Background: an optimization exercise with open tools, aiming at small area. Do not read the settings as production practice.
Power is estimated from default activity; no workload was simulated.

== wip/juniper ==
==> flow/design.v (excerpt) <==
module mfe_corr (
    input  wire        clk,
    input  wire        rst,         
    input  wire        cfg_we,
    input  wire [4:0]  cfg_addr,    
    input  wire [31:0] cfg_wdata,
    input  wire        in_valid,
    output wire        in_ready,
    input  wire [23:0] in_x,        
    input  wire [2:0]  in_g,        
    input  wire [2:0]  in_band,     
    input  wire [4:0]  in_flags,
    output wire        out_valid,
    input  wire        out_ready,
    output wire [23:0] out_y,
    output wire [2:0]  out_g,
    output wire [4:0]  out_flags,
    output wire        out_last,    
    output wire [31:0] out_crc      
);
Size: roughly 2000 cells after synthesis, roughly 140 I/O pins, roughly 29000 sq um of cells after synthesis.
Settings: LEC_CHECK=0, CAP_MARGIN=20, CORE_MARGIN=2, CORE_UTILIZATION=40, SLEW_MARGIN=20; clock period 10.0 ns.
standard.sh (not shown) runs the stock make flow with config.mk's settings and CLKGATE_MAP_FILE= SYNTH_SCRIPT=/design/flow/synth_recipe.tcl, a recipe that flattens the netlist after the stock synthesis.
==> flow/flow/run.sh <==
#!/bin/bash
# Standard ORFS layout with two changes: port buffers use the smallest
# buffer cell, and clock tree synthesis inserts no dummy loads.
set -euo pipefail
export BUFFER_PORTS_ARGS="-buffer_cell sky130_fd_sc_hd__buf_1"
export CTS_ARGS="-sink_clustering_enable -repair_clock_nets -dont_use_dummy_load -buf_list sky130_fd_sc_hd__clkbuf_4"
bash standard.sh > standard.log 2>&1
wip/juniper finished end to end and its layout was clean on timing, DRC and antenna.
Inputs modified between wip/juniper and wip/xenon:
- an added PLACE_DENSITY of 0.7
- a change of CORE_UTILIZATION from 40 to 60
==> flow/flow/run.sh <==
#!/bin/bash
# ORFS layout with: synthesis by the standard script but with an
# area-oriented ABC mapping script, the smallest buffer cell for port
# buffers, and clock tree synthesis without dummy loads.
set -euo pipefail
cp -r "$FLOW_HOME/scripts" scripts_mod
cp flow/abc_map.script scripts_mod/abc_speed.script
bash standard.sh SCRIPTS_DIR="$PWD/scripts_mod" synth > synth.log 2>&1
export BUFFER_PORTS_ARGS="-buffer_cell sky130_fd_sc_hd__buf_1"
export CTS_ARGS="-sink_clustering_enable -repair_clock_nets -dont_use_dummy_load -buf_list sky130_fd_sc_hd__clkbuf_4 -sink_clustering_size 10 -sink_clustering_max_diameter 30"
bash standard.sh > standard.log 2>&1
==> flow/flow/abc_map.script (new file) <==
strash
&get -n
&fraig -x
&put
scorr
dc2
dretime
strash
&get -n
&dch -f
&nf
&put
--- outcome ---
wip/xenon | stages: all done | timing, DRC, antenna: all pass
The synthesized netlist cell count of wip/xenon is lower than that of wip/juniper.
Total power: wip/xenon below wip/juniper
Compared with wip/juniper, wip/xenon shows a lower die area.
When wip/xenon is measured against wip/juniper, its share of the core filled with cells turns out 22 points higher.
Going from wip/juniper to wip/xenon, the first-pass GRT wire length was found to have gone down by 5.3%.
Going from wip/juniper to wip/xenon, total clock network power lower, fraction of power consumed by the clock network saw a decrease.
## Diff of input files: wip/willow against wip/xenon
==> flow/flow/run.sh <==
#!/bin/bash
# ORFS layout with: synthesis by the standard script but with an
# area-oriented ABC mapping script, the smallest buffer cell for port
# buffers, and clock tree synthesis without dummy loads.
set -euo pipefail
cp -r "$FLOW_HOME/scripts" scripts_mod
cp flow/abc_map.script scripts_mod/abc_speed.script
bash standard.sh SCRIPTS_DIR="$PWD/scripts_mod" synth > synth.log 2>&1
export BUFFER_PORTS_ARGS="-buffer_cell sky130_fd_sc_hd__buf_1"
export CTS_ARGS="-sink_clustering_enable -repair_clock_nets -dont_use_dummy_load -buf_list sky130_fd_sc_hd__clkbuf_8 -sink_clustering_size 12 -sink_clustering_max_diameter 40"
bash standard.sh > standard.log 2>&1
--- outcome ---
- From wip/xenon to wip/willow, die area did not move at all.
- Compared with wip/xenon, in wip/willow slew at the pin closest to its max-slew limit now sits lower; design area now sits higher; via total after detailed routing now sits lower; met3 wire length now sits lower.
- Looking at the reports, wip/willow completed the entire flow and the layout it produced met the timing, design-rule and antenna checks.
- wip/willow vs wip/xenon, number of antenna violations at the first check in global routing went down by 1.
- Looking at amount of wire on met2 after detailed routing, wip/willow sits above wip/xenon.
Function was not checked in any run of this note: the RTL went through the layout flow alone.

what the ideal ports hide:
Ports are ideal in the flow. The routed layouts listed here were re-timed in OpenROAD.
Step 1 assumes that a clkbuf_16 drives the clock port and a buf_2 every other input.
Step 2 adds t to the input delays and takes it off the output delays; t is the mean of the earliest and latest rising clock arrival at the registers after step 1. Input paths then give back, and output paths get back, about the clock's delay inside the block.
Slacks: no drivers / after step 1 / after step 2; pairs: no drivers / after step 1.
run | shift t [ns] | slack for setup (ns) | clock arrival spread, ns
wip/juniper | 0.992 | 3.823 / 3.856 / 2.865 | 0.115 / 0.115
wip/xenon | 0.873 | 1.800 / 1.826 / 0.953 | 0.113 / 0.113
wip/willow | 0.704 | 1.657 / 1.687 / 0.984 | 0.079 / 0.079
After both steps setup and hold are still met in every run listed. The setup slack of wip/juniper, which loses most, moves by +0.033 ns with the drivers and by -0.958 ns with both steps.
